From an optimization exercise on the open Yosys and OpenROAD flow, aimed at small area, a short achievable clock period and few clock cycles per item; shortcuts taken in it are not production practice. The RTL was checked by simulation tests, not by an equivalence proof against the original design.

==> flow/design.v (excerpt) <==
module aligned_dot8 (
    input  wire         clk,
    input  wire         rst,
    input  wire         in_valid,
    input  wire [127:0] a_vec,
    input  wire [127:0] b_vec,
    input  wire         ftz,
    output wire         out_valid,
    output wire [31:0]  sum_word,
    output wire [31:0]  comp_word,
    output wire         ovf
);
    localparam P_IN  = 1;    
    localparam P_A   = 0;    
    localparam P_B   = 1;    
    localparam P_C   = 0;    
    localparam P_D   = 1;    
    localparam P_E   = 0;    
    localparam P_OUT = 1;    
    localparam LAT   = P_IN + P_A + P_B + P_C + P_D + P_E + P_OUT;
    function [12:0] radd(input [11:0] x, input [11:0] y, input ci);
        integer n;
        reg c;
        begin
            c = ci;
            for (n = 0; n < 12; n = n + 1) begin
                radd[n] = x[n] ^ y[n] ^ c;
                c = (x[n] & y[n]) | (x[n] & c) | (y[n] & c);
            end
            radd[12] = c;
        end
    endfunction
    function [16:0] radd16(input [15:0] x, input [15:0] y, input ci);
        integer n;
        reg c;
        begin
            c = ci;
            for (n = 0; n < 16; n = n + 1) begin
                radd16[n] = x[n] ^ y[n] ^ c;
                c = (x[n] & y[n]) | (x[n] & c) | (y[n] & c);
            end
            radd16[16] = c;
        end
    endfunction
    reg [LAT-1:0] vpipe;
    always @(posedge clk) begin
        if (rst) vpipe <= {LAT{1'b0}};
        else     vpipe <= {vpipe, in_valid};
    end
    assign out_valid = vpipe[LAT-1];
    reg  [256:0] in_r;
    always @(posedge clk) in_r <= {ftz, b_vec, a_vec};
    wire [256:0] in_q = P_IN ? in_r : {ftz, b_vec, a_vec};
    wire [127:0] a0   = in_q[127:0];
    wire [127:0] b0   = in_q[255:128];
    wire         ftz0 = in_q[256];
    wire [8*16-1:0] prod_a;
    wire [8*9-1:0]  raw_a;
    wire [8*10-1:0] lead_a;
    wire [7:0]      fin_a, neg_a, nan_a, inf_a;
    genvar gk;
    generate
        for (gk = 0; gk < 8; gk = gk + 1) begin : g_lane
            wire [15:0] a = a0[16*gk +: 16];
            wire [15:0] b = b0[16*gk +: 16];
            wire [7:0] ea = a[14:7];
            wire [7:0] eb = b[14:7];
            wire [6:0] ma = a[6:0];
            wire [6:0] mb = b[6:0];
            wire a_e0 = (ea == 8'h00);
            wire b_e0 = (eb == 8'h00);
  ...
Size: roughly 8,900 cells after synthesis, roughly 610 flip-flops, roughly 330 I/O pins, about 68,000 um^2 of cells after synthesis.
==> flow/config.mk <==
export PLATFORM = sky130hd
export DESIGN_NAME = aligned_dot8
export DESIGN_NICKNAME = aligned_dot8
export VERILOG_FILES = /design/flow/design.v
export SDC_FILE = /design/flow/constraint.sdc
export NUM_CORES = 4
export LEC_CHECK = 0
export ABC_AREA = 1
export CAP_MARGIN = 20
export CORE_MARGIN = 2
export CORE_UTILIZATION = 55
export PLACE_DENSITY = 0.7
export SLEW_MARGIN = 20
export SYNTH_HIERARCHICAL = 1
==> flow/constraint.sdc <==
create_clock -name core_clock -period 90.0 [get_ports {clk}]
set_input_delay 18.0000 -clock core_clock [delete_from_list [all_inputs] [get_ports {clk}]]
set_output_delay 18.0000 -clock core_clock [all_outputs]
set_load 0.01 [all_outputs]
standard.sh (not shown) runs the stock make flow with config.mk's settings and CLKGATE_MAP_FILE= SYNTH_SCRIPT=/design/flow/synth_recipe.tcl, a recipe that flattens the netlist after the stock synthesis.
==> flow/flow/run.sh <==
#!/bin/bash
# The standard layout, with the port buffers made from the small buf_1 cell
# (the standard flow's buffer_ports picks clkdlybuf4s50_1). Every port still
# gets its own buffer. make's full output goes to flow_make.log here; ORFS
# keeps each step's own log under orfs/logs.
set -euo pipefail
export BUFFER_PORTS_ARGS="-buffer_cell sky130_fd_sc_hd__buf_1"
bash standard.sh > flow_make.log 2>&1
The first run went through all stages and came out clean.
Testbench counts at the start, summed over its fixed seeds: cycles 24,024, items 24,000.
==> next run, changes <==
--- a/flow/design.v
+++ b/flow/design.v
@@ -1007,30 +1007,23 @@
     reg  [WA-1:0] a_r;
     always @(posedge clk) a_r <= a_d;
     wire [WA-1:0] a_q = P_A ? a_r : a_d;
     wire [8*16-1:0] prod_b = a_q[0 +: 128];
     wire [8*9-1:0]  raw_b  = a_q[128 +: 72];
     wire [8*10-1:0] lead_b = a_q[200 +: 80];
     wire [7:0]      nks_b  = a_q[280 +: 8];
     wire [2:0]      fl_b   = a_q[288 +: 3];
     wire            ftz_b  = a_q[291];
-    reg [9:0] e_b;
-    reg [7:0] cand, hit;
-    integer kb, ib;
-    always @* begin
-        cand = 8'hFF;
-        for (ib = 9; ib >= 0; ib = ib - 1) begin
-            for (kb = 0; kb < 8; kb = kb + 1)
-                hit[kb] = cand[kb] & lead_b[10*kb + ib];
-            e_b[ib] = |hit;
-            if (e_b[ib]) cand = hit;
-        end
-    end
+    function [9:0] max2(input [9:0] x, input [9:0] y);
+        max2 = (x > y) ? x : y;
+    endfunction
+    wire [9:0] e_b = max2(max2(max2(lead_b[0 +: 10], lead_b[10 +: 10]), max2(lead_b[20 +: 10], lead_b[30 +: 10])),
+                          max2(max2(lead_b[40 +: 10], lead_b[50 +: 10]), max2(lead_b[60 +: 10], lead_b[70 +: 10])));
     wire [7:0] live_b;
     generate
         for (gk = 0; gk < 8; gk = gk + 1) begin : g_live
             assign live_b[gk] = (lead_b[10*gk +: 10] != 10'd0);
         end
     endgenerate
     localparam WB = 128 + 72 + 8 + 8 + 3 + 1 + 10;
     wire [WB-1:0] b_d = {e_b, ftz_b, fl_b, nks_b, live_b, raw_b, prod_b};
     reg  [WB-1:0] b_r;
What happened: Clock skew drops by 0.011 ns. Flip-flop and latch count is unchanged. Sequential share of layout area drops by 0.24 points. Worst hold slack is worse by 0.0033 ns. Register-to-register slack is better by 0.65 ns. Global-route usage drops by 1.9 points.
Testbench counts after the change, summed over its fixed seeds: cycles 24,024, items 24,000.

---

Setup of Q:
aligned_dot8 again, from the RTL that the note above started with.
export LEC_CHECK = 0
export ABC_AREA = 1
export CAP_MARGIN = 20
export CORE_MARGIN = 2
export CORE_UTILIZATION = 55
export CTS_CLUSTER_DIAMETER = 150
export CTS_CLUSTER_SIZE = 20
export PLACE_DENSITY = 0.7
export SLEW_MARGIN = 20
export SYNTH_HIERARCHICAL = 1
create_clock -name core_clock -period 90.0 [get_ports {clk}]
Scripts as last shown in full above: flow/flow/run.sh
Testbench counts of Q, summed over its fixed seeds: cycles 24,024, items 24,000.
Modified inputs, S compared to Q
--- a/flow/design.v
+++ b/flow/design.v
@@ -938,53 +938,63 @@
                 c = (x[n] & y[n]) | (x[n] & c) | (y[n] & c);
             end
             radd16[16] = c;
         end
     endfunction
     reg [LAT-1:0] vpipe;
     always @(posedge clk) begin
         if (rst) vpipe <= {LAT{1'b0}};
         else     vpipe <= {vpipe, in_valid};
     end
     assign out_valid = vpipe[LAT-1];
-    reg  [256:0] in_r;
-    always @(posedge clk) in_r <= {ftz, b_vec, a_vec};
-    wire [256:0] in_q = P_IN ? in_r : {ftz, b_vec, a_vec};
-    wire [127:0] a0   = in_q[127:0];
-    wire [127:0] b0   = in_q[255:128];
-    wire         ftz0 = in_q[256];
+    genvar gk;
+    wire [119:0] ma_in, mb_in;
+    wire [7:0]   sg_in;
+    generate
+        for (gk = 0; gk < 8; gk = gk + 1) begin : g_in
+            assign ma_in[15*gk +: 15] = a_vec[16*gk +: 15];
+            assign mb_in[15*gk +: 15] = b_vec[16*gk +: 15];
+            assign sg_in[gk]          = a_vec[16*gk + 15] ^ b_vec[16*gk + 15];
+        end
+    endgenerate
+    reg  [248:0] in_r;
+    always @(posedge clk) in_r <= {ftz, sg_in, mb_in, ma_in};
+    wire [248:0] in_q = P_IN ? in_r : {ftz, sg_in, mb_in, ma_in};
+    wire [119:0] a0   = in_q[119:0];
+    wire [119:0] b0   = in_q[239:120];
+    wire [7:0]   sg0  = in_q[247:240];
+    wire         ftz0 = in_q[248];
     wire [8*16-1:0] prod_a;
     wire [8*9-1:0]  raw_a;
     wire [8*10-1:0] lead_a;
     wire [7:0]      fin_a, neg_a, nan_a, inf_a;
-    genvar gk;
     generate
         for (gk = 0; gk < 8; gk = gk + 1) begin : g_lane
-            wire [15:0] a = a0[16*gk +: 16];
-            wire [15:0] b = b0[16*gk +: 16];
+            wire [14:0] a = a0[15*gk +: 15];
+            wire [14:0] b = b0[15*gk +: 15];
             wire [7:0] ea = a[14:7];
             wire [7:0] eb = b[14:7];
             wire [6:0] ma = a[6:0];
             wire [6:0] mb = b[6:0];
             wire a_e0 = (ea == 8'h00);
             wire b_e0 = (eb == 8'h00);
             wire a_ef = (ea == 8'hFF);
             wire b_ef = (eb == 8'hFF);
             wire a_m0 = (ma == 7'd0);
             wire b_m0 = (mb == 7'd0);
             wire a_zero = a_e0 & (a_m0 | ftz0);
             wire b_zero = b_e0 & (b_m0 | ftz0);
             wire a_inf  = a_ef & a_m0;
             wire b_inf  = b_ef & b_m0;
             wire fin    = ~(a_ef | b_ef | a_zero | b_zero);
-            assign neg_a[gk] = a[15] ^ b[15];
+            assign neg_a[gk] = sg0[gk];
             assign nan_a[gk] = (a_ef & ~a_m0) | (b_ef & ~b_m0) | (a_inf & b_zero) | (b_inf & a_zero);
             assign inf_a[gk] = ~nan_a[gk] & (a_inf | b_inf);
             assign fin_a[gk] = fin;
             wire [15:0] pn;
             ad8_mul8 u_mul (.a({~a_e0, ma}), .b({~b_e0, mb}), .pn(pn));
             wire [15:0] p = ~pn;
             wire [12:0] rawx = radd({4'd0, ea[7:1], ea[0] | a_e0}, {4'd0, eb[7:1], eb[0] | b_e0}, 1'b0);
             wire [8:0] raw = rawx[8:0];
             reg  [3:0] msb;
             integer j;
             always @* begin
## What came out
Going from Q to S, the count of flip-flops and latches was found to have gone down by 1.3%. S vs. Q: number of iterations in the first detailed-routing pass has increased; number of violations of the max-capacitance limit has remained practically unchanged. Sort S and Q by synthesis-to-layout area growth, ascending, and Q comes first. Looking at slew of the pin with the lowest slew margin across S and Q, the one that comes out lower is Q. Summary of S over Q: number of filler cells placed in the layout decreased about 0.6%; worst setup margin increased 0.0063 ns; total routed wirelength went down 4.4%. Taking Q as the reference point, the sequential share of layout area of S falls by 0.18 points. Area of the core region: Q vs S, no meaningful difference.
Testbench counts of S, summed over its fixed seeds: cycles 24,024, items 24,000.

static timing again, ports no longer ideal:
How much do the figures lean on ideal ports? The routed layouts below were timed once more, with nothing changed but the port constraints. Step 1: set_driving_cell puts a clkbuf_16 on clk and a buf_2 on each other input, an assumption about the parent block. Step 2 adds t to the input delays and takes it off the output delays; t is the mean of the earliest and latest rising clock arrival at the registers after step 1. Input paths then give back, and output paths get back, about the clock's delay inside the block. Three values: ideal ports, drivers, drivers and shift; two values: the first two.
run | t, ns | setup WS [ns] | worst slew at a driven data input, ns
the first run of note 1 | 0.770 | 70.786 / 70.703 / 71.474 | 0.07
the second run of note 1 | 0.756 | 70.815 / 70.733 / 71.489 | 0.04
Q | 0.705 | 70.851 / 70.773 / 71.478 | 0.07
S | 0.728 | 70.858 / 70.775 / 71.503 | 0.06
After both steps every run listed still meets setup and hold.
